Context: an optimization exercise on an open-source flow, tuned for small area, a short achievable clock period and few clock cycles per item. The choices shown serve that exercise and are no tape-out recipe. RTL that was checked went through simulation tests only; none was proved equivalent to the original. Only the layout flow was run in runs 2 and 3; the RTL was not checked for function there.

[flow/design.v]
module aes_sbox (input wire [7:0] x, output wire [7:0] y);
    wire U0 = x[7], U1 = x[6], U2 = x[5], U3 = x[4], U4 = x[3], U5 = x[2], U6 = x[1], U7 = x[0];
    wire T1, T2, T3, T4, T5, T6, T7, T8, T9, T10, T11, T12, T13, T14, T15, T16;
    wire T17, T18, T19, T20, T21, T22, T23, T24, T25, T26, T27, M1, M2, M3, M4, M5;
    wire M6, M7, M8, M9, M10, M11, M12, M13, M14, M15, M16, M17, M18, M19, M20, M21;
    wire M22, M23, M24, M25, M26, M27, M28, M29, M30, M31, M32, M33, M34, M35, M36, M37;
    wire M38, M39, M40, M41, M42, M43, M44, M45, M46, M47, M48, M49, M50, M51, M52, M53;
    wire M54, M55, M56, M57, M58, M59, M60, M61, M62, M63, L0, L1, L2, L3, L4, L5;
    wire L6, L7, L8, L9, L10, L11, L12, L13, L14, L15, L16, L17, L18, L19, L20, L21;
    wire L22, L23, L24, L25, L26, L27, L28, L29, S0, S1, S2, S3, S4, S5, S6, S7;
    aes_xor2  g0   (.a(U0), .b(U3), .y(T1));
    aes_xor2  g1   (.a(U0), .b(U5), .y(T2));
    aes_xor2  g2   (.a(U0), .b(U6), .y(T3));
    aes_xor2  g3   (.a(U3), .b(U5), .y(T4));
    aes_xor2  g4   (.a(U4), .b(U6), .y(T5));
    aes_xor2  g5   (.a(T1), .b(T5), .y(T6));
    aes_xor2  g6   (.a(U1), .b(U2), .y(T7));
    aes_xor2  g7   (.a(U7), .b(T6), .y(T8));
    aes_xor2  g8   (.a(U7), .b(T7), .y(T9));
    aes_xor2  g9   (.a(T6), .b(T7), .y(T10));
    aes_xor2  g10  (.a(U1), .b(U5), .y(T11));
    aes_xor2  g11  (.a(U2), .b(U5), .y(T12));
    aes_xor2  g12  (.a(T3), .b(T4), .y(T13));
    aes_xor2  g13  (.a(T6), .b(T11), .y(T14));
    aes_xor2  g14  (.a(T5), .b(T11), .y(T15));
    aes_xor2  g15  (.a(T5), .b(T12), .y(T16));
    aes_xor2  g16  (.a(T9), .b(T16), .y(T17));
    aes_xor2  g17  (.a(U3), .b(U7), .y(T18));
    aes_xor2  g18  (.a(T7), .b(T18), .y(T19));
    aes_xor2  g19  (.a(T1), .b(T19), .y(T20));
    aes_xor2  g20  (.a(U6), .b(U7), .y(T21));
    aes_xor2  g21  (.a(T7), .b(T21), .y(T22));
    aes_xor2  g22  (.a(T2), .b(T22), .y(T23));
    aes_xor2  g23  (.a(T2), .b(T10), .y(T24));
    aes_xor2  g24  (.a(T20), .b(T17), .y(T25));
    aes_xor2  g25  (.a(T3), .b(T16), .y(T26));
    aes_xor2  g26  (.a(T1), .b(T12), .y(T27));
    aes_nand2 g27  (.a(T13), .b(T6), .y(M1));
    aes_nand2 g28  (.a(T23), .b(T8), .y(M2));
    aes_xnor2 g29  (.a(T14), .b(M1), .y(M3));
    aes_nand2 g30  (.a(T19), .b(U7), .y(M4));
    aes_xor2  g31  (.a(M4), .b(M1), .y(M5));
    aes_nand2 g32  (.a(T3), .b(T16), .y(M6));
    aes_nand2 g33  (.a(T22), .b(T9), .y(M7));
    aes_xnor2 g34  (.a(T26), .b(M6), .y(M8));
    aes_nand2 g35  (.a(T20), .b(T17), .y(M9));
    aes_xor2  g36  (.a(M9), .b(M6), .y(M10));
    aes_nand2 g37  (.a(T1), .b(T15), .y(M11));
    aes_nand2 g38  (.a(T4), .b(T27), .y(M12));
    aes_xor2  g39  (.a(M12), .b(M11), .y(M13));
    aes_nand2 g40  (.a(T2), .b(T10), .y(M14));
    aes_xor2  g41  (.a(M14), .b(M11), .y(M15));
    aes_xnor2 g42  (.a(M3), .b(M2), .y(M16));
    aes_xor2  g43  (.a(M5), .b(T24), .y(M17));
    aes_xnor2 g44  (.a(M8), .b(M7), .y(M18));
    aes_xor2  g45  (.a(M10), .b(M15), .y(M19));
    aes_xnor2 g46  (.a(M16), .b(M13), .y(M20));
    aes_xnor2 g47  (.a(M17), .b(M15), .y(M21));
    aes_xnor2 g48  (.a(M18), .b(M13), .y(M22));
    aes_xnor2 g49  (.a(M19), .b(T25), .y(M23));
    aes_xor2  g50  (.a(M22), .b(M23), .y(M24));
    aes_nor2  g51  (.a(M22), .b(M20), .y(M25));
    aes_xnor2 g52  (.a(M21), .b(M25), .y(M26));
    aes_xor2  g53  (.a(M20), .b(M21), .y(M27));
    aes_xnor2 g54  (.a(M23), .b(M25), .y(M28));
    aes_nand2 g55  (.a(M28), .b(M27), .y(M29));
    aes_nand2 g56  (.a(M26), .b(M24), .y(M30));
    aes_nor2  g57  (.a(M20), .b(M23), .y(M31));
    aes_nand2 g58  (.a(M27), .b(M31), .y(M32));
    aes_xor2  g59  (.a(M27), .b(M25), .y(M33));
    aes_nor2  g60  (.a(M21), .b(M22), .y(M34));
    aes_nand2 g61  (.a(M24), .b(M34), .y(M35));
    aes_xor2  g62  (.a(M24), .b(M25), .y(M36));
    aes_xor2  g63  (.a(M21), .b(M29), .y(M37));
    aes_xnor2 g64  (.a(M32), .b(M33), .y(M38));
    aes_xor2  g65  (.a(M23), .b(M30), .y(M39));
    aes_xnor2 g66  (.a(M35), .b(M36), .y(M40));
    aes_xor2  g67  (.a(M38), .b(M40), .y(M41));
    aes_xor2  g68  (.a(M37), .b(M39), .y(M42));
    aes_xor2  g69  (.a(M37), .b(M38), .y(M43));
    aes_xor2  g70  (.a(M39), .b(M40), .y(M44));
    aes_xor2  g71  (.a(M42), .b(M41), .y(M45));
    aes_nand2 g72  (.a(M44), .b(T6), .y(M46));
    aes_nand2 g73  (.a(M40), .b(T8), .y(M47));
    aes_nand2 g74  (.a(M39), .b(U7), .y(M48));
    aes_nand2 g75  (.a(M43), .b(T16), .y(M49));
    aes_nand2 g76  (.a(M38), .b(T9), .y(M50));
    aes_nand2 g77  (.a(M37), .b(T17), .y(M51));
    aes_nand2 g78  (.a(M42), .b(T15), .y(M52));
    aes_nand2 g79  (.a(M45), .b(T27), .y(M53));
    aes_nand2 g80  (.a(M41), .b(T10), .y(M54));
    aes_nand2 g81  (.a(M44), .b(T13), .y(M55));
    aes_nand2 g82  (.a(M40), .b(T23), .y(M56));
    aes_nand2 g83  (.a(M39), .b(T19), .y(M57));
    aes_nand2 g84  (.a(M43), .b(T3), .y(M58));
    aes_nand2 g85  (.a(M38), .b(T22), .y(M59));
    aes_nand2 g86  (.a(M37), .b(T20), .y(M60));
    aes_nand2 g87  (.a(M42), .b(T1), .y(M61));
    aes_nand2 g88  (.a(M45), .b(T4), .y(M62));
    aes_nand2 g89  (.a(M41), .b(T2), .y(M63));
    aes_xor2  g90  (.a(M61), .b(M62), .y(L0));
    aes_xor2  g91  (.a(M50), .b(M56), .y(L1));
    aes_xor2  g92  (.a(M46), .b(M48), .y(L2));
    aes_xor2  g93  (.a(M47), .b(M55), .y(L3));
    aes_xor2  g94  (.a(M54), .b(M58), .y(L4));
    aes_xor2  g95  (.a(M49), .b(M61), .y(L5));
    aes_xnor2 g96  (.a(M62), .b(L5), .y(L6));
    aes_xnor2 g97  (.a(M46), .b(L3), .y(L7));
    aes_xor2  g98  (.a(M51), .b(M59), .y(L8));
    aes_xor2  g99  (.a(M52), .b(M53), .y(L9));
    aes_xnor2 g100 (.a(M53), .b(L4), .y(L10));
    aes_xnor2 g101 (.a(M60), .b(L2), .y(L11));
    aes_xor2  g102 (.a(M48), .b(M51), .y(L12));
    aes_xnor2 g103 (.a(M50), .b(L0), .y(L13));
    aes_xor2  g104 (.a(M52), .b(M61), .y(L14));
    aes_xnor2 g105 (.a(M55), .b(L1), .y(L15));
    aes_xnor2 g106 (.a(M56), .b(L0), .y(L16));
    aes_xnor2 g107 (.a(M57), .b(L1), .y(L17));
    aes_xnor2 g108 (.a(M58), .b(L8), .y(L18));
    aes_xnor2 g109 (.a(M63), .b(L4), .y(L19));
    aes_xor2  g110 (.a(L0), .b(L1), .y(L20));
    aes_xor2  g111 (.a(L1), .b(L7), .y(L21));
    aes_xor2  g112 (.a(L3), .b(L12), .y(L22));
    aes_xor2  g113 (.a(L18), .b(L2), .y(L23));
    aes_xor2  g114 (.a(L15), .b(L9), .y(L24));
    aes_xor2  g115 (.a(L6), .b(L10), .y(L25));
    aes_xor2  g116 (.a(L7), .b(L9), .y(L26));
    aes_xor2  g117 (.a(L8), .b(L10), .y(L27));
    aes_xor2  g118 (.a(L11), .b(L14), .y(L28));
    aes_xor2  g119 (.a(L11), .b(L17), .y(L29));
    aes_xor2  g120 (.a(L6), .b(L24), .y(S0));
    aes_xnor2 g121 (.a(L16), .b(L26), .y(S1));
    aes_xnor2 g122 (.a(L19), .b(L28), .y(S2));
    aes_xor2  g123 (.a(L6), .b(L21), .y(S3));
    aes_xor2  g124 (.a(L20), .b(L22), .y(S4));
    aes_xor2  g125 (.a(L25), .b(L29), .y(S5));
    aes_xnor2 g126 (.a(L13), .b(L27), .y(S6));
    aes_xnor2 g127 (.a(L6), .b(L23), .y(S7));
    assign y = {S0, S1, S2, S3, S4, S5, S6, S7};
endmodule
module aes_xor2_b  (input wire a, input wire b, output wire y); assign y = a ^ b;    endmodule
module aes_xnor2_b (input wire a, input wire b, output wire y); assign y = ~(a ^ b); endmodule
module aes_nand2_b (input wire a, input wire b, output wire y); assign y = ~(a & b); endmodule
module aes_nor2_b  (input wire a, input wire b, output wire y); assign y = ~(a | b); endmodule
module aes_inv_b   (input wire a, output wire y);               assign y = ~a;       endmodule
module aes_o22ai_b (input wire a1, input wire a2, input wire b1, input wire b2, output wire y);
    assign y = ~((a1 | a2) & (b1 | b2));
endmodule
module aes_a222oi_b (input wire sa, input wire a, input wire sb, input wire b, input wire sc, input wire c,
                     output wire y);
    assign y = ~((sa & a) | (sb & b) | (sc & c));
endmodule
module aes_xor2 #(parameter W = 1) (input wire [W-1:0] a, input wire [W-1:0] b, output wire [W-1:0] y);
    genvar i;
    generate for (i = 0; i < W; i = i + 1) begin : g
        aes_xor2_b u (.a(a[i]), .b(b[i]), .y(y[i]));
    end endgenerate
endmodule
module aes_xnor2 #(parameter W = 1) (input wire [W-1:0] a, input wire [W-1:0] b, output wire [W-1:0] y);
    genvar i;
    generate for (i = 0; i < W; i = i + 1) begin : g
        aes_xnor2_b u (.a(a[i]), .b(b[i]), .y(y[i]));
    end endgenerate
endmodule
module aes_nand2 #(parameter W = 1) (input wire [W-1:0] a, input wire [W-1:0] b, output wire [W-1:0] y);
    genvar i;
    generate for (i = 0; i < W; i = i + 1) begin : g
        aes_nand2_b u (.a(a[i]), .b(b[i]), .y(y[i]));
    end endgenerate
endmodule
module aes_nor2 #(parameter W = 1) (input wire [W-1:0] a, input wire [W-1:0] b, output wire [W-1:0] y);
    genvar i;
    generate for (i = 0; i < W; i = i + 1) begin : g
        aes_nor2_b u (.a(a[i]), .b(b[i]), .y(y[i]));
    end endgenerate
endmodule
module aes_inv #(parameter W = 1) (input wire [W-1:0] a, output wire [W-1:0] y);
    genvar i;
    generate for (i = 0; i < W; i = i + 1) begin : g
        aes_inv_b u (.a(a[i]), .y(y[i]));
    end endgenerate
endmodule
module aes_o22ai #(parameter W = 1) (input wire [W-1:0] a, input wire sa, input wire [W-1:0] b, input wire sb,
                                     output wire [W-1:0] y);
    genvar i;
    generate for (i = 0; i < W; i = i + 1) begin : g
        aes_o22ai_b u (.a1(a[i]), .a2(sa), .b1(b[i]), .b2(sb), .y(y[i]));
    end endgenerate
endmodule
module aes_a222oi #(parameter W = 1) (input wire sa, input wire [W-1:0] a, input wire sb, input wire [W-1:0] b,
                                      input wire sc, input wire [W-1:0] c, output wire [W-1:0] y);
    genvar i;
    generate for (i = 0; i < W; i = i + 1) begin : g
        aes_a222oi_b u (.sa(sa), .a(a[i]), .sb(sb), .b(b[i]), .sc(sc), .c(c[i]), .y(y[i]));
    end endgenerate
endmodule
module aes_enc (
    input  wire         clk,
    input  wire         rst,         
    input  wire         start,       
    input  wire [1:0]   key_len,     
    input  wire [255:0] key,         
    input  wire [127:0] din,         
    output wire         ready,       
    output reg          done,        
    output wire [127:0] dout
);
    reg        busy;         
    reg        rdy;          
    reg        last;         
    reg  [3:0] cnt;          
    reg        m192, m256;   
    reg  [2:0] kc;           
    reg  [7:0] rcon;         
    assign ready = rdy;
    wire       m192_d = rdy ? (key_len == 2'd1) : m192;
    wire       m256_d = rdy ? (key_len == 2'd2) : m256;
    wire       m128_d = !m192_d && !m256_d;
    wire [2:0] kc_d   = rdy ? ((key_len == 2'd0) ? 3'd0 : 3'd4) :
                        (m192 && kc == 3'd4) ? 3'd2 : (m192 && kc == 3'd2) ? 3'd0 :
                        (!m192 && !m256) ? 3'd0 : kc ^ 3'd4;
    wire       r1_d   = rdy;
    wire       kc0_d  = (kc_d == 3'd0);
    wire       kc4_d  = (kc_d == 3'd4);
    wire       p0_d   = kc0_d || (m256_d && kc4_d && !r1_d);     
    wire       p2_d   = m192_d && kc4_d;                         
    wire       ik01_d = r1_d && (m256_d || m192_d);              
    wire       ik23_d = r1_d && m256_d;                          
    reg kc0, p2, rotw;
    reg sa01, sb01, sa23, sb23, sc;      
    reg c0, c1, c2, c3;                  
    reg m01, m23;                        
    reg sn1a, sn1b, sn2a, sn2b;          
    always @(posedge clk) begin
        kc0  <= kc0_d;
        p2   <= p2_d;
        rotw <= kc0_d || p2_d;
        sa01 <= m256_d || ik01_d;
        sb01 <= m192_d && !ik01_d;
        sa23 <= m256_d;
        sb23 <= m192_d;
        sc   <= m128_d;
        c0   <= !(p0_d || ik01_d);
        c1   <= !ik01_d;
        c2   <= !(p2_d || ik23_d);
        c3   <= !ik23_d;
        m01  <= p0_d;
        m23  <= p0_d || p2_d;
        sn1a <= !kc0_d;
        sn1b <= !(m256_d && kc4_d && !r1_d);
        sn2a <= !(p2_d && !r1_d);
        sn2b <= !(p2_d && r1_d);
    end
    reg  [255:0] kw;
    wire [31:0]  K [0:7];
    genvar k;
    generate
        for (k = 0; k < 8; k = k + 1) begin : g_k
            assign K[k] = kw[255 - 32*k -: 32];
        end
    endgenerate
    wire [31:0] wold_n [0:3];
    aes_a222oi #(32) u_wo0 (.sa(sa01), .a(K[0]), .sb(sb01), .b(K[2]), .sc(sc), .c(K[4]), .y(wold_n[0]));
    aes_a222oi #(32) u_wo1 (.sa(sa01), .a(K[1]), .sb(sb01), .b(K[3]), .sc(sc), .c(K[5]), .y(wold_n[1]));
    aes_a222oi #(32) u_wo2 (.sa(sa23), .a(K[2]), .sb(sb23), .b(K[4]), .sc(sc), .c(K[6]), .y(wold_n[2]));
    aes_a222oi #(32) u_wo3 (.sa(sa23), .a(K[3]), .sb(sb23), .b(K[5]), .sc(sc), .c(K[7]), .y(wold_n[3]));
    wire [7:0] r0n = ~({8{kc0}} & rcon);
    wire [7:0] r2n = ~({8{p2}} & rcon);
    wire [31:0] A [0:3];
    wire [31:0] t0, t1, t2, t3;
    wire [7:0]  q0, q2;
    aes_nand2 #(32) u_t0  (.a({32{c0}}), .b(K[7]), .y(t0));
    aes_nand2 #(8)  u_q0  (.a(t0[31:24]), .b(r0n), .y(q0));
    aes_xnor2 #(8)  u_a0h (.a(wold_n[0][31:24]), .b(q0), .y(A[0][31:24]));
    aes_xor2  #(24) u_a0l (.a(wold_n[0][23:0]), .b(t0[23:0]), .y(A[0][23:0]));
    aes_nand2 #(32) u_t1  (.a({32{c1}}), .b(A[0]), .y(t1));
    aes_xor2  #(32) u_a1  (.a(wold_n[1]), .b(t1), .y(A[1]));
    aes_nand2 #(32) u_t2  (.a({32{c2}}), .b(A[1]), .y(t2));
    aes_nand2 #(8)  u_q2  (.a(t2[31:24]), .b(r2n), .y(q2));
    aes_xnor2 #(8)  u_a2h (.a(wold_n[2][31:24]), .b(q2), .y(A[2][31:24]));
    aes_xor2  #(24) u_a2l (.a(wold_n[2][23:0]), .b(t2[23:0]), .y(A[2][23:0]));
    aes_nand2 #(32) u_t3  (.a({32{c3}}), .b(A[2]), .y(t3));
    aes_xor2  #(32) u_a3  (.a(wold_n[3]), .b(t3), .y(A[3]));
    wire [31:0] x23, x237, sn1, sn2, sin, sw;
    aes_xor2  #(32) u_x23  (.a(K[2]), .b(K[3]), .y(x23));
    aes_xor2  #(32) u_x237 (.a(x23), .b(K[7]), .y(x237));
    aes_o22ai #(32) u_sn1  (.a({K[7][23:0], K[7][31:24]}), .sa(sn1a),
                            .b(K[7]), .sb(sn1b), .y(sn1));
    aes_o22ai #(32) u_sn2  (.a({x237[23:0], x237[31:24]}), .sa(sn2a),
                            .b({K[1][23:0], K[1][31:24]}), .sb(sn2b), .y(sn2));
    aes_nor2  #(32) u_sin  (.a(sn1), .b(sn2), .y(sin));
    aes_sbox u_ks0 (.x(sin[31:24]), .y(sw[31:24]));
    aes_sbox u_ks1 (.x(sin[23:16]), .y(sw[23:16]));
    aes_sbox u_ks2 (.x(sin[15:8]),  .y(sw[15:8]));
    aes_sbox u_ks3 (.x(sin[7:0]),   .y(sw[7:0]));
    wire [31:0] g0, g2;
    wire [127:0] nw;
    aes_nand2 #(32) u_g0 (.a({32{m01}}), .b(sw), .y(g0));
    aes_nand2 #(32) u_g2 (.a({32{m23}}), .b(sw), .y(g2));
    aes_xnor2 #(32) u_n0 (.a(A[0]), .b(g0), .y(nw[127:96]));
    aes_xnor2 #(32) u_n1 (.a(A[1]), .b(g0), .y(nw[95:64]));
    aes_xnor2 #(32) u_n2 (.a(A[2]), .b(g2), .y(nw[63:32]));
    aes_xnor2 #(32) u_n3 (.a(A[3]), .b(g2), .y(nw[31:0]));
    wire [255:0] kw_dn, kw_d;
    aes_o22ai #(128) u_kwh (.a(key[127:0]),   .sa(busy), .b(kw[127:0]), .sb(rdy), .y(kw_dn[255:128]));
    aes_o22ai #(128) u_kwl (.a(key[255:128]), .sa(busy), .b(nw),        .sb(rdy), .y(kw_dn[127:0]));
    aes_inv   #(256) u_kwi (.a(kw_dn), .y(kw_d));
    reg  [127:0] st_n;
    wire [127:0] x;                  
    aes_xnor2 #(128) u_ark (.a(st_n), .b(kw[127:0]), .y(x));
    assign dout = x;
    wire [7:0] sb [0:15];
    genvar n;
    generate
        for (n = 0; n < 16; n = n + 1) begin : g_sb
            aes_sbox u_sb (.x(x[127 - 8*n -: 8]), .y(sb[n]));
        end
    endgenerate
    wire [7:0] sr [0:15];
    generate
        for (n = 0; n < 16; n = n + 1) begin : g_sr
            assign sr[n] = sb[((n / 4 + n % 4) % 4) * 4 + n % 4];
        end
    endgenerate
    reg  e;                          
    wire [127:0] mo;
    generate
        for (n = 0; n < 4; n = n + 1) begin : g_mc
            wire [31:0] s = {sr[4*n], sr[4*n + 1], sr[4*n + 2], sr[4*n + 3]};
            wire [31:0] u;           
            wire [7:0]  tt;          
            wire [11:0] h;           
            wire [31:0] v, vg;
            aes_xor2 #(32) u_u (.a(s), .b({s[23:0], s[31:24]}), .y(u));
            aes_xor2 #(8)  u_t (.a(u[31:24]), .b(u[15:8]), .y(tt));
            genvar i;
            for (i = 0; i < 4; i = i + 1) begin : g_i
                wire [7:0] ui = u[31 - 8*i -: 8];
                aes_xor2 #(3) u_h (.a({ui[0], ui[2], ui[3]}), .b({3{ui[7]}}), .y(h[3*i +: 3]));
                aes_xor2 #(8) u_v (.a(tt),
                                   .b({ui[6:4], h[3*i], h[3*i + 1], ui[1], h[3*i + 2], ui[7]}),
                                   .y(v[31 - 8*i -: 8]));
            end
            aes_nand2 #(32) u_g (.a({32{e}}), .b(v), .y(vg));
            aes_xnor2 #(32) u_o (.a(s), .b(vg), .y(mo[127 - 32*n -: 32]));
        end
    endgenerate
    wire [127:0] st_d;
    aes_o22ai #(128) u_st (.a(din), .sa(busy), .b(mo), .sb(rdy), .y(st_d));
    always @(posedge clk) begin
        st_n <= st_d;
        kw   <= kw_d;
    end
    always @(posedge clk) begin
        m192 <= m192_d;
        m256 <= m256_d;
        kc   <= kc_d;
        if (rdy) begin
            cnt   <= (key_len == 2'd0) ? 4'd9 : (key_len == 2'd1) ? 4'd11 : 4'd13;
            rcon  <= 8'h01;
            last  <= 1'b0;
            e     <= 1'b1;
        end else begin
            if (rotw) rcon <= {rcon[6:0], 1'b0} ^ (rcon[7] ? 8'h1b : 8'h00);
            cnt   <= cnt - 4'd1;
            last  <= (cnt == 4'd1);
            e     <= (cnt != 4'd1);
        end
    end
    always @(posedge clk) begin
        if (rst) begin
            busy <= 1'b0;
            rdy  <= 1'b1;
            done <= 1'b0;
        end else begin
            done <= busy && last;
            if (rdy) begin
                busy <= start;
                rdy  <= !start;
            end else if (last) begin
                busy <= 1'b0;
                rdy  <= 1'b1;
            end
        end
    end
endmodule
[flow/flow/run.sh]
#!/bin/bash
# Layout flow: the standard flow (standard.sh, unchanged synthesis), with
# plain buf_1 cells as the port buffers instead of the flow's default choice.
set -euo pipefail
bash standard.sh "BUFFER_PORTS_ARGS=-buffer_cell sky130_fd_sc_hd__buf_1" finish > make_finish.log 2>&1
[flow/standard.sh]
#!/bin/bash
# synth_recipe.tcl (not shown) runs the flow's synth.tcl, then flattens the netlist and writes it again
# the make line also repeats each setting of config.mk as NAME=value (left out here)
make -C /OpenROAD-flow-scripts/flow DESIGN_CONFIG=/design/flow/config.mk WORK_HOME=/design/flow/orfs CLKGATE_MAP_FILE= SYNTH_SCRIPT=/design/flow/synth_recipe.tcl "${@:-finish}"
[flow/config.mk]
export PLATFORM = sky130hd
export DESIGN_NAME = aes_enc
export DESIGN_NICKNAME = aes_enc
export VERILOG_FILES = /design/flow/design.v
export SDC_FILE = /design/flow/constraint.sdc
export NUM_CORES = 8
export LEC_CHECK = 0
export CAP_MARGIN = 20
export CORE_MARGIN = 2
export CORE_UTILIZATION = 60
export PLACE_DENSITY = 0.7
export SLEW_MARGIN = 20
export SYNTH_HIERARCHICAL = 1
[flow/constraint.sdc]
create_clock -name core_clock -period 15.0 [get_ports {clk}]
set_input_delay 3.0000 -clock core_clock [delete_from_list [all_inputs] [get_ports {clk}]]
set_output_delay 3.0000 -clock core_clock [all_outputs]
set_load 0.01 [all_outputs]
==> impl_metrics.json, run 1 <==
{
  "rr_endpoint": "st_n[74]",
  "cts_resized": 0,
  "skew_ps": 39.7,
  "fin_area_um2": 47800,
  "crit_start": "kw[10]",
  "antenna_found_initial": 16,
  "cts_tree": "built",
  "hp-class": "flip-flop to flip-flop",
  "viasPerCell": 5.78,
  "grt_pass1_wl_mm": 237,
  "drive_gt1_share_pct": 2.50,
  "yosysUniqueCellTypes": 38,
  "die-area_um2": 75000,
  "io_pins": 519,
  "async_flop_share_pct": 0,
  "setup_tns_ps": 0,
  "cp_slowest_stage_delay_ps": 930,
  "grt_util_all_layers_pct": 41.9,
  "reg2regPathDepth": 23,
  "endpoint": "st_n[74]",
  "required_ps": 15460,
  "die_w_um": 274,
  "final_cell_mix": "1,873 x xor2_1, 983 x nand2_1, 924 x xnor2_1, 518 x buf_1, 448 x o22ai_1",
  "end_kind": "flip-flop",
  "overflow": 0,
  "post_synth.cell_area_avg_um2": 8.15,
  "drt-total-wl_mm": 163,
  "slew_violations": 0,
  "syn-cell-area_um2": 43700,
  "clock_latency_ps": 640,
  "postCtsSetupRepairBufs": 0,
  "outcome": "timing/DRC/antenna clean",
  "fp.dieH_um": 274,
  "tightest_slew_ps": 1050,
  "dr.pass1.iters": 13,
  "core_area_um2": 71900,
  "grt_pass1_vias": 37810,
  "critical_path_buf_inv_count": 0,
  "crit_top_cell": "xor2_1",
  "clkSinkCount": 422,
  "hold_violations": 0,
  "crit_slowest_cell": "xnor2_1",
  "rows": 98,
  "cts_max_path_buffers": 3,
  "rsz0062_at_grt": "false",
  "yosysSeqAreaShare_pct": 19.3,
  "path_max_fanout": 7,
  "startpoint_type": "flip-flop",
  "clockRootBuffer": "clkbuf_16",
  "crit_family": "XOR/XNOR gates",
  "cts_made_buffers": 50,
  "clock.fmax_ghz": 0.128,
  "synth_warnings": 7,
  "crit_arrival_ps": 8260,
  "ys_ff_latch": 422,
  "grt_max_degree": 178,
  "syn_nets": 5751,
  "rr_startpoint": "kw[10]",
  "dr_total_vias": 39356,
  "ctsHoldBuffers": 0,
  "cp_cell_sequence": "xnor2_1, xor2_1, xor2_1, xor2_1, nand2_1, xor2_1, xor2_1, xnor2_1, xor2_1, nand2_1, xor2_1, xor2_1, nand2_1, xor2_1, xnor2_1, xor2_1, xor2_1, xor2_1, xor2_1, xor2_1, nand2_1, xnor2_1, o22ai_1",
  "antenna_left": 0,
  "finalCritPeriodShare_pct": 52.0,
  "synthToLayoutAreaGrowth_pct": 9.29,
  "synth_flop_cell": "dfxtp_1",
  "synth_edf_count": 0,
  "period_needed_ps": 7810,
  "wire_per_inst_um": 24.0,
  "cap_violations": 0,
  "dpl.hpwl_mm": 128,
  "place_congestion": 1.02,
  "setup_viol": 0,
  "htree_num_levels": 2,
  "portBuffers": 518,
  "relSlewSlack_pct": 29.4,
  "num-nets-final": 6197,
  "worstSetupPathType": "flip-flop to flip-flop",
  "drtIter0Drc": 4746,
  "start_util_pct": 60.8,
  "remaining_drc_errors": 0,
  "final_common_cell": "xor2_1",
  "dpl_cell_area_um2": 46000,
  "syn-instance-count": 5360,
  "cp.depth": 23,
  "clkTransAtPathRegs_ps": 60,
  "r2r_setup_slack_ps": 7190
}
worst min path at each step:
stage	from	end	cells after the start
floorplan	cnt[0]	cnt[0]	1
global placement	cnt[0]	cnt[0]	1
detailed placement	cnt[0]	cnt[0]	1
CTS	cnt[0]	cnt[0]	1
global route	cnt[0]	cnt[0]	1
finish	cnt[0]	cnt[0]	1
worst register-to-register path, stage by stage (launching register included):
cell	delay [ps]
dfxtp_1	490
xnor2_1	930
xor2_1	330
xor2_1	480
xor2_1	370
nand2_1	110
xor2_1	160
xor2_1	160
xnor2_1	410
xor2_1	300
nand2_1	110
xor2_1	420
xor2_1	300
nand2_1	190
xor2_1	240
xnor2_1	520
xor2_1	230
xor2_1	460
xor2_1	300
xor2_1	460
xor2_1	270
nand2_1	100
xnor2_1	190
o22ai_1	90
per-module statistics from Yosys, one instance, submodules excluded, a selection:
module        area, µm²  times used  flops+latches
aes_a222oi_b       10.0         128              0
aes_enc            9080           1            422
aes_inv_b          3.75         256              0
aes_nand2_b        3.75         956              0
aes_nor2_b         3.75          92              0
aes_o22ai_b        6.26         448              0
aes_sbox           60.1          20              0
aes_xnor2_b        8.76         920              0
aes_xor2_b         8.76        1872              0
cell families after synthesis:
logic type,count (synthesis),synth area share [%]
mux,7,0.166
flops,422,19.3
simple gates,1105,9.60
compound gates,595,9.69
buf+inv,431,5.09
fa+ha+maj,2,0.0572
xor+xnor,2798,56.1
per-layer routing:
metal	vias up	track usage, %	routed length [µm]
met4	6	25.3	11600
met3	445	8.55	16300
li1	18179	-	-
met2	2198	63.9	69800
met1	18528	54.3	65800
met5	-	0	36
registers in the layout, indices dropped and copies added, names as in the netlist, 3 cells and up:
signal and cells:
kc 3, kw 256, st_n 128, rcon 8, cnt 4
cells in the mapped netlist, drive strengths merged (2+ instances only):
library cell	count	area share [%]
mux2	2	0.052
buf	164	2.8
nand2	983	8.4
a211oi	5	0.097
dfxtp	422	19
clkbuf	3	0.026
o21ai	5	0.057
or2	2	0.029
nor2	105	0.90
a21oi	3	0.034
xnor2	925	19
a222oi	128	2.9
ha	2	0.057
xor2	1873	38
mux2i	5	0.11
inv	264	2.3
nor3	3	0.034
nand3b	2	0.034
o22ai	448	6.4
or3	2	0.029
area by class of cell:
cell class / count / area (µm²)
Clock buffer: 63 / 1360
Sequential cell: 422 / 8470
Timing Repair Buffer: 561 / 2280
Multi-Input combinational cell: 4507 / 33000
Antenna cell: 10 / 25.0
Clock inverter: 31 / 413
Tap cell: 950 / 1190
Inverter: 264 / 991
Fill cell: 6506 / 24100
stage by stage:
stage	utilization [%]	hold slack, ps	setup slack, ps	instances
2_1_floorplan	-	396	5370	5360
6_report	66.5	426	7190	6808
3_3_place_gp	64.0	413	7340	6704
5_1_grt	66.5	469	6760	6805
4_1_cts	66.4	430	7380	6798
3_5_place_dp	64.0	417	7470	6704
Testbench counts, summed over its fixed seeds: cycles 30,128, blocks 2,400.
==> run 2: changes to the inputs <==
--- a/flow/design.v
+++ b/flow/design.v
@@ -210,2 +210,3 @@
     reg        last;         
+    reg        r1;           
     reg  [3:0] cnt;          
@@ -215,40 +216,10 @@
     assign ready = rdy;
-    wire       m192_d = rdy ? (key_len == 2'd1) : m192;
-    wire       m256_d = rdy ? (key_len == 2'd2) : m256;
-    wire       m128_d = !m192_d && !m256_d;
-    wire [2:0] kc_d   = rdy ? ((key_len == 2'd0) ? 3'd0 : 3'd4) :
-                        (m192 && kc == 3'd4) ? 3'd2 : (m192 && kc == 3'd2) ? 3'd0 :
-                        (!m192 && !m256) ? 3'd0 : kc ^ 3'd4;
-    wire       r1_d   = rdy;
-    wire       kc0_d  = (kc_d == 3'd0);
-    wire       kc4_d  = (kc_d == 3'd4);
-    wire       p0_d   = kc0_d || (m256_d && kc4_d && !r1_d);     
-    wire       p2_d   = m192_d && kc4_d;                         
-    wire       ik01_d = r1_d && (m256_d || m192_d);              
-    wire       ik23_d = r1_d && m256_d;                          
-    reg kc0, p2, rotw;
-    reg sa01, sb01, sa23, sb23, sc;      
-    reg c0, c1, c2, c3;                  
-    reg m01, m23;                        
-    reg sn1a, sn1b, sn2a, sn2b;          
-    always @(posedge clk) begin
-        kc0  <= kc0_d;
-        p2   <= p2_d;
-        rotw <= kc0_d || p2_d;
-        sa01 <= m256_d || ik01_d;
-        sb01 <= m192_d && !ik01_d;
-        sa23 <= m256_d;
-        sb23 <= m192_d;
-        sc   <= m128_d;
-        c0   <= !(p0_d || ik01_d);
-        c1   <= !ik01_d;
-        c2   <= !(p2_d || ik23_d);
-        c3   <= !ik23_d;
-        m01  <= p0_d;
-        m23  <= p0_d || p2_d;
-        sn1a <= !kc0_d;
-        sn1b <= !(m256_d && kc4_d && !r1_d);
-        sn2a <= !(p2_d && !r1_d);
-        sn2b <= !(p2_d && r1_d);
-    end
+    wire m128 = !m192 && !m256;
+    wire kc0  = (kc == 3'd0);
+    wire kc4  = (kc == 3'd4);
+    wire p0   = kc0 || (m256 && kc4 && !r1);     
+    wire p2   = m192 && kc4;                     
+    wire rotw = kc0 || p2;                       
+    wire ik01 = r1 && (m256 || m192);            
+    wire ik23 = r1 && m256;                      
     reg  [255:0] kw;
@@ -262,6 +233,10 @@
     wire [31:0] wold_n [0:3];
-    aes_a222oi #(32) u_wo0 (.sa(sa01), .a(K[0]), .sb(sb01), .b(K[2]), .sc(sc), .c(K[4]), .y(wold_n[0]));
-    aes_a222oi #(32) u_wo1 (.sa(sa01), .a(K[1]), .sb(sb01), .b(K[3]), .sc(sc), .c(K[5]), .y(wold_n[1]));
-    aes_a222oi #(32) u_wo2 (.sa(sa23), .a(K[2]), .sb(sb23), .b(K[4]), .sc(sc), .c(K[6]), .y(wold_n[2]));
-    aes_a222oi #(32) u_wo3 (.sa(sa23), .a(K[3]), .sb(sb23), .b(K[5]), .sc(sc), .c(K[7]), .y(wold_n[3]));
+    aes_a222oi #(32) u_wo0 (.sa(m256 || ik01), .a(K[0]), .sb(m192 && !ik01), .b(K[2]), .sc(m128), .c(K[4]), .y(wold_n[0]));
+    aes_a222oi #(32) u_wo1 (.sa(m256 || ik01), .a(K[1]), .sb(m192 && !ik01), .b(K[3]), .sc(m128), .c(K[5]), .y(wold_n[1]));
+    aes_a222oi #(32) u_wo2 (.sa(m256), .a(K[2]), .sb(m192), .b(K[4]), .sc(m128), .c(K[6]), .y(wold_n[2]));
+    aes_a222oi #(32) u_wo3 (.sa(m256), .a(K[3]), .sb(m192), .b(K[5]), .sc(m128), .c(K[7]), .y(wold_n[3]));
+    wire c0 = !(p0 || ik01);
+    wire c1 = !ik01;
+    wire c2 = !(p2 || ik23);
+    wire c3 = !ik23;
     wire [7:0] r0n = ~({8{kc0}} & rcon);
@@ -286,6 +261,6 @@
     aes_xor2  #(32) u_x237 (.a(x23), .b(K[7]), .y(x237));
-    aes_o22ai #(32) u_sn1  (.a({K[7][23:0], K[7][31:24]}), .sa(sn1a),
-                            .b(K[7]), .sb(sn1b), .y(sn1));
-    aes_o22ai #(32) u_sn2  (.a({x237[23:0], x237[31:24]}), .sa(sn2a),
-                            .b({K[1][23:0], K[1][31:24]}), .sb(sn2b), .y(sn2));
+    aes_o22ai #(32) u_sn1  (.a({K[7][23:0], K[7][31:24]}), .sa(!kc0),
+                            .b(K[7]), .sb(!(m256 && kc4 && !r1)), .y(sn1));
+    aes_o22ai #(32) u_sn2  (.a({x237[23:0], x237[31:24]}), .sa(!(p2 && !r1)),
+                            .b({K[1][23:0], K[1][31:24]}), .sb(!(p2 && r1)), .y(sn2));
     aes_nor2  #(32) u_sin  (.a(sn1), .b(sn2), .y(sin));
@@ -295,2 +270,4 @@
     aes_sbox u_ks3 (.x(sin[7:0]),   .y(sw[7:0]));
+    wire m01 = p0;
+    wire m23 = p0 || p2;
     wire [31:0] g0, g2;
@@ -324,3 +301,3 @@
     endgenerate
-    reg  e;                          
+    wire e = !last;
     wire [127:0] mo;
@@ -354,15 +331,17 @@
     always @(posedge clk) begin
-        m192 <= m192_d;
-        m256 <= m256_d;
-        kc   <= kc_d;
         if (rdy) begin
+            m192  <= (key_len == 2'd1);
+            m256  <= (key_len == 2'd2);
             cnt   <= (key_len == 2'd0) ? 4'd9 : (key_len == 2'd1) ? 4'd11 : 4'd13;
+            kc    <= (key_len == 2'd0) ? 3'd0 : 3'd4;
             rcon  <= 8'h01;
+            r1    <= 1'b1;
             last  <= 1'b0;
-            e     <= 1'b1;
         end else begin
+            kc    <= (m192 && kc4) ? 3'd2 : (m192 && kc == 3'd2) ? 3'd0 :
+                     m128 ? 3'd0 : kc ^ 3'd4;
             if (rotw) rcon <= {rcon[6:0], 1'b0} ^ (rcon[7] ? 8'h1b : 8'h00);
             cnt   <= cnt - 4'd1;
+            r1    <= 1'b0;
             last  <= (cnt == 4'd1);
-            e     <= (cnt != 4'd1);
         end
==> flow/run.sh (new file) <==
#!/bin/bash
# synth_recipe.tcl (not shown) runs the flow's synth.tcl, then flattens the netlist and writes it again
# the make line also repeats each setting of config.mk as NAME=value (left out here)
make -C /OpenROAD-flow-scripts/flow DESIGN_CONFIG=/design/flow/config.mk WORK_HOME=/design/flow/orfs CLKGATE_MAP_FILE= SYNTH_SCRIPT=/design/flow/synth_recipe.tcl finish
--- a/flow/config.mk
+++ b/flow/config.mk
@@ -9,4 +9,4 @@
 export CORE_MARGIN = 2
-export CORE_UTILIZATION = 60
-export PLACE_DENSITY = 0.7
+export CORE_UTILIZATION = 65
+export PLACE_DENSITY = 0.75
 export SLEW_MARGIN = 20
removed: flow/flow/run.sh
removed: flow/standard.sh
==> run 2 against run 1 <==
  * Still clean
  * Utilization is 10 points higher
  * Non-clock buffer count grew 9
  * Fmax fell by 7.6%
  * Synthesized cell count fell by 0.47%
  * Global-route usage up 4.0 points
  * First-iteration DRC count rose by 31%
  * Critical endpoint is now kw[58]
==> impl_metrics.json, run 2 <==
{
  "portBuffers": 518,
  "cts_tree": "built",
  "synthToLayoutAreaGrowth_pct": 16.9,
  "yosysUniqueCellTypes": 36,
  "top_regs": "kw x256, st_n x128, rcon x8",
  "yosysSeqAreaShare_pct": 18.8,
  "clkSinkCount": 405,
  "syn_nets": 5726,
  "crit_family": "XOR/XNOR gates",
  "hp-class": "flip-flop to flip-flop",
  "syn-instance-count": 5335,
  "grt_max_degree": 161,
  "grt_pass1_vias": 40310,
  "dr.pass1.iters": 13,
  "drt-total-wl_mm": 167,
  "cts_made_buffers": 48,
  "cap_violations": 0,
  "postCtsSetupRepairBufs": 0,
  "grt_pass1_wl_mm": 244,
  "dr.max_layer_used": "met5",
  "syn-cell-area_um2": 43400,
  "ctsHoldBuffers": 0,
  "cts_max_path_buffers": 3,
  "yosys.area.top_type": "xor2_1",
  "drtIter0Drc": 6228,
  "rsz0062_at_grt": "false",
  "viasPerCell": 6.10,
  "yosys.cell_count.top_type": "xor2_1",
  "fp.dieH_um": 262,
  "post_synth.cell_area_avg_um2": 8.13,
  "setup_tns_ps": 0,
  "n_fill_cell": 4837,
  "place_congestion": 1.06,
  "dr_total_vias": 40902,
  "tightest_slew_ps": 1250,
  "ff_latch_area_um2": 8150,
  "final_common_cell": "xor2_1",
  "wl_met1_mm": 60.6,
  "antenna_left": 0,
  "crit_slowest_cell": "edfxtp_1",
  "crit_arrival_ps": 9020,
  "synth_flop_cell": "dfxtp_1",
  "hold_violations": 0,
  "die-area_um2": 68800,
  "synth_commonest_cells": "1,872 x xor2_1, 980 x nand2_1, 926 x xnor2_1, 448 x o22ai_1, 402 x dfxtp_1",
  "antenna_found_initial": 16,
  "outcome": "timing/DRC/antenna clean",
  "worstSetupPathType": "flip-flop to flip-flop",
  "critical_path_buf_inv_count": 3,
  "htree_num_levels": 2,
  "regMostFlops": "kw",
  "clock.fmax_ghz": 0.118,
  "wire_per_inst_um": 24.9,
  "clock_latency_ps": 640,
  "final_cell_mix": "1,872 x xor2_1, 980 x nand2_1, 925 x xnor2_1, 518 x clkdlybuf4s50_1, 448 x o22ai_1",
  "synth_warnings": 7,
  "end_kind": "flip-flop",
  "cts_resized": 0,
  "required_ps": 15580,
  "overflow": 0,
  "drive_gt1_share_pct": 2.70,
  "route.met3.wl_mm": 18.9,
  "die_w_um": 262,
  "synth_edf_count": 3,
  "finalCritPeriodShare_pct": 56.3,
  "rows": 94,
  "worst_hold_slack_ps": 445,
  "num-nets-final": 6178,
  "grt_util_all_layers_pct": 45.9,
  "synth_top_area_share_pct": 37.8,
  "slew_violations": 0,
  "skew_ps": 47.1,
  "period_needed_ps": 8450,
  "remaining_drc_errors": 0,
  "ys_ff_latch": 405,
  "largest_reg_flops": 256,
  "clockRootBuffer": "clkbuf_16",
  "cp_slowest_stage_delay_ps": 730,
  "setup_viol": 0,
  "startpoint_type": "flip-flop",
  "start_util_pct": 65.8,
  "async_flop_share_pct": 0,
  "multi_input_area_um2": 33000,
  "io_pins": 519,
  "dpl.hpwl_mm": 129,
  "clkTransAtPathRegs_ps": 60,
  "core_area_um2": 65900,
  "crit_top_cell": "xor2_1",
  "synthTopCellsByArea": "xor2_1 38%, xnor2_1 19%, dfxtp_1 19%, nand2_1 8.5%, o22ai_1 6.5%",
  "relSlewSlack_pct": 16.3,
  "dr_wl_met2_mm": 72.1,
  "path_max_fanout": 32
}
run 2: cell types whose count changed in the layout (fill, tap and decap cells not counted), moves of 4 or more:
cell,previous run,this run
o21ai_0,5,9
buf_1,518,0
clkdlybuf4s50_1,0,518
a211oi_1,4,0
mux2i_1,5,1
inv_1,263,259
buf_4,42,49
clkinv_2,13,8
dfxtp_1,414,400
a21oi_1,3,8
nor2_1,105,92
run 2: Yosys stat by module, one instance, submodules excluded, a selection:
module	flip-flops and latches	cells inside	cell area (µm²)	times used
aes_enc	405	503	8720	1
aes_sbox	0	8	60.1	20
aes_inv_b	0	1	3.75	256
aes_nand2_b	0	1	3.75	956
aes_nor2_b	0	1	3.75	92
aes_xnor2_b	0	1	8.76	920
aes_o22ai_b	0	1	6.26	448
aes_a222oi_b	0	1	10.0	128
aes_xor2_b	0	1	8.76	1872
run 2: final timing paths:
path | startpoint | endpoint | slack (ps) | cells after the start
setup / recovery | kc[1] | kw[58] | 6550 | 26
hold / removal | cnt[3] | last | 450 | 1
setup reg to reg | kc[1] | kw[58] | 6550 | 26
hold reg to reg | cnt[3] | last | 450 | 1
run 2: per-stage QoR:
stage | worst slack (ps) | area [µm²] | cells | util [%]
after floorplan | 5370 | 43400 | 5335 | -
after global placement | 6880 | 48900 | 6601 | 74.2
after global routing | 6180 | 50600 | 6696 | 76.9
after CTS | 6880 | 50600 | 6689 | 76.9
final | 6550 | 50700 | 6702 | 76.9
after detailed placement | 6920 | 48900 | 6601 | 74.2
run 2: logic make-up (layout without fill, tap and decap cells):
kind of cell | count (synthesis) | in the layout | share of synthesized area [%]
xor+xnor | 2798 | 2798 | 56.5
simple gates | 1094 | 1094 | 9.62
compound gates | 604 | 604 | 9.84
buf+inv | 431 | 921 | 5.16
flops | 405 | 405 | 18.8
fa+ha+maj | 2 | 2 | 0.0577
mux | 1 | 1 | 0.0231
other cells | 0 | 13 | 0
run 2: cell type report:
type | instances | area share [%]
Clock buffer | 61 | 2.65
Multi-Input combinational cell | 4499 | 65.2
Antenna cell | 13 | 0.0642
Timing Repair Buffer | 570 | 11.1
Clock inverter | 27 | 0.822
Sequential cell | 405 | 16.1
Tap cell | 864 | 2.13
Inverter | 263 | 1.96
run 2: routing by layer:
metal	global-route usage, %	up-vias
met5	0	-
met4	36.2	6
met3	11.2	753
met2	71.2	2854
met1	54.3	19166
li1	-	18123
==> run 3: changes to the inputs <==
--- a/flow/config.mk
+++ b/flow/config.mk
@@ -9,4 +9,4 @@
 export CORE_MARGIN = 2
-export CORE_UTILIZATION = 65
-export PLACE_DENSITY = 0.75
+export CORE_UTILIZATION = 50
+export PLACE_DENSITY = 0.6
 export SLEW_MARGIN = 20
==> run 3 against run 2 <==
  * Final cell count increased by 4.1%
  * Critical path type unchanged
  * Still clean on timing, DRC and antenna
  * Global-route usage fell by 9.4 points
  * Routed wire length increased by 1.7%
  * First-iteration DRC count fell by 38%
  * Critical endpoint is now kw[26]
  * Critical path depth stayed put
  * Sequential share of layout area decreased by 0.12 points
  * Sequential cell count is the same
  * Largest cell class unchanged
  * Non-clock buffer count fell by 1
==> impl_metrics.json, run 3 <==
{
  "synth_warnings": 7,
  "cp_slowest_stage_delay_ps": 900,
  "setup_viol": 0,
  "cts_made_buffers": 50,
  "remaining_drc_errors": 0,
  "cts_max_path_buffers": 3,
  "grt_max_degree": 172,
  "path_max_fanout": 18,
  "wire_per_inst_um": 24.3,
  "period_needed_ps": 8580,
  "start_util_pct": 50.7,
  "synthToLayoutAreaGrowth_pct": 17.7,
  "startpoint_type": "flip-flop",
  "antenna_left": 0,
  "clkTransAtPathRegs_ps": 60,
  "yosys.area.top_type": "xor2_1",
  "relSlewSlack_pct": 23.4,
  "clkSinkCount": 405,
  "antenna_found_initial": 18,
  "synth_top_family_by_area": "XOR/XNOR gates",
  "core_area_um2": 85500,
  "postCtsSetupRepairBufs": 0,
  "yosysSeqAreaShare_pct": 18.8,
  "grt_pass1_vias": 37678,
  "synth_edf_count": 3,
  "cts_resized": 0,
  "portBuffers": 518,
  "die_w_um": 298,
  "yosys.cell_count.top_type": "xor2_1",
  "dpl.hpwl_mm": 134,
  "rows": 107,
  "htree_num_levels": 2,
  "synth_xor_xnor_area_share_pct": 56.5,
  "grt_util_all_layers_pct": 36.5,
  "synthTopCellsByArea": "xor2_1 38%, xnor2_1 19%, dfxtp_1 19%, nand2_1 8.5%, o22ai_1 6.5%",
  "drt-total-wl_mm": 170,
  "crit_slowest_cell": "nand2b_1",
  "grt_pass1_wl_mm": 245,
  "dr.pass1.iters": 10,
  "place_congestion": 1.00,
  "cts_tree": "built",
  "required_ps": 15510,
  "slew_violations": 0,
  "final_cell_mix": "1,872 x xor2_1, 980 x nand2_1, 926 x xnor2_1, 518 x clkdlybuf4s50_1, 448 x o22ai_1",
  "reg2regPathDepth": 26,
  "hold_path_depth": 1,
  "synth_simple_gate_area_share_pct": 9.62,
  "finalCritPeriodShare_pct": 57.2,
  "clock_latency_ps": 630,
  "synth_flop_cell": "dfxtp_1",
  "setup_tns_ps": 0,
  "drtIter0Drc": 3891,
  "overflow": 0,
  "worstSetupPathType": "flip-flop to flip-flop",
  "viasPerCell": 5.58,
  "synth_fa_ha_area_share_pct": 0.0577,
  "clock.fmax_ghz": 0.116,
  "syn_nets": 5726,
  "synth_top_area_share_pct": 37.8,
  "io_pins": 519,
  "drive_gt1_share_pct": 2.57,
  "crit_family": "XOR/XNOR gates",
  "largest_reg_flops": 256,
  "cap_violations": 0,
  "regMostFlops": "kw",
  "end_kind": "flip-flop",
  "hold_violations": 0,
  "crit_top_cell": "xor2_1",
  "num-nets-final": 6179,
  "tightest_slew_ps": 1150,
  "dr_total_vias": 38941,
  "muxShareOfSynthArea_pct": 0.0231,
  "yosysUniqueCellTypes": 36,
  "ctsHoldBuffers": 0,
  "syn-instance-count": 5335,
  "ys_ff_latch": 405,
  "synth_commonest_cells": "1,872 x xor2_1, 980 x nand2_1, 926 x xnor2_1, 448 x o22ai_1, 402 x dfxtp_1",
  "outcome": "timing/DRC/antenna clean",
  "clockRootBuffer": "clkbuf_16",
  "rsz0062_at_grt": "false",
  "async_flop_share_pct": 0,
  "skew_ps": 35.6,
  "syn-cell-area_um2": 43400,
  "crit_arrival_ps": 9100,
  "synth_compound_area_share_pct": 9.84,
  "post_synth.cell_area_avg_um2": 8.13,
  "cp.depth": 26,
  "die-area_um2": 89100,
  "final_common_cell": "xor2_1",
  "post-route-util_pct": 59.7,
  "hp-class": "flip-flop to flip-flop",
  "top_regs": "kw x256, st_n x128, rcon x8",
  "fp.dieH_um": 298,
  "critical_path_buf_inv_count": 3
}
-- run 3: cell counts after synthesis --
No cell type changed its count.
-- run 3: kinds of logic after synthesis --
| group | after synthesis |
|---|---|
| XOR/XNOR | 2798 |
| buffers and inverters | 431 |
| flip-flops | 405 |
| multiplexers | 1 |
| AO/OA/AOI/OAI | 604 |
| AND/OR/NAND/NOR | 1094 |
| adder cells (fa/ha/maj) | 2 |
-- run 3: cell type report --
class / instances / area (µm²)
diodes: 9 / 22.5
flip-flops and latches: 405 / 8150
fillers: 8015 / 34500
clock inverters: 19 / 359
repair buffers: 569 / 5590
inverters: 263 / 992
clock buffers: 72 / 1460
multi-input cells: 4499 / 33000
well taps: 1144 / 1430
-- run 3: final timing paths --
kind / from / end / slack (ps)
setup / recovery: kc[1] / kw[26] / 6420
hold / removal: cnt[0] / cnt[0] / 430
setup reg to reg: kc[1] / kw[26] / 6420
hold reg to reg: cnt[0] / cnt[0] / 430
-- run 3: modules after synthesis (local to each module, per instance), a selection --
module,flip-flops and latches,area [µm²]
aes_inv_b,0,3.75
aes_nor2_b,0,3.75
aes_xor2_b,0,8.76
aes_a222oi_b,0,10.0
aes_enc,405,8720
aes_o22ai_b,0,6.26
aes_nand2_b,0,3.75
-- run 3: stage by stage --
step | hold slack [ps] | std cells | worst slack [ps] | area [µm²]
3_5_place_dp | 419 | 6880 | 6680 | 49200
6_report | 431 | 6980 | 6420 | 51000
2_1_floorplan | 400 | 5335 | 5370 | 43400
5_1_grt | 451 | 6976 | 5890 | 51000
3_3_place_gp | 416 | 6880 | 6710 | 49200
4_1_cts | 433 | 6971 | 6680 | 51000
-- run 3: metal layers --
layer / share of wire [%] / global-route usage, % / wire length [µm]
met2: 45 / 58.0 / 75900
met5: 0.048 / 0 / 82
met4: 5.4 / 18.0 / 9150
met1: 42 / 48.2 / 71300
met3: 8.0 / 5.46 / 13600

==> afterwards: timing with drivers on the ports <==
The flow's constraints put no driver on any port. The routed layouts listed below were extracted and timed again, unchanged, in two steps. Step 1, drivers: a clkbuf_16 drives clk and a buf_2 each remaining input, both assumed. Step 2 times the ports against the registers' clock, not the clock port: input delays grow and output delays shrink by t, the midpoint of the rising clock arrivals with the driver on. Slacks: ideal / step 1 / step 2; pairs: ideal / step 1.
| run | t (ns) | slack for setup (ns) | worst hold slack (ns) | worst register clock-pin slew, ns | cell pins on the clock port's net |
|---|---|---|---|---|---|
| run 1 | 0.681 | 7.195 / 7.195 / 7.195 | 0.426 / 0.426 / 0.426 | 0.07 / 0.07 | 1 |
| run 2 | 0.679 | 6.552 / 6.552 / 6.552 | 0.445 / 0.445 / 0.445 | 0.07 / 0.07 | 1 |
| run 3 | 0.681 | 6.415 / 6.415 / 6.415 | 0.431 / 0.431 / 0.431 | 0.08 / 0.08 | 1 |
After both steps setup and hold are still met in every run listed.
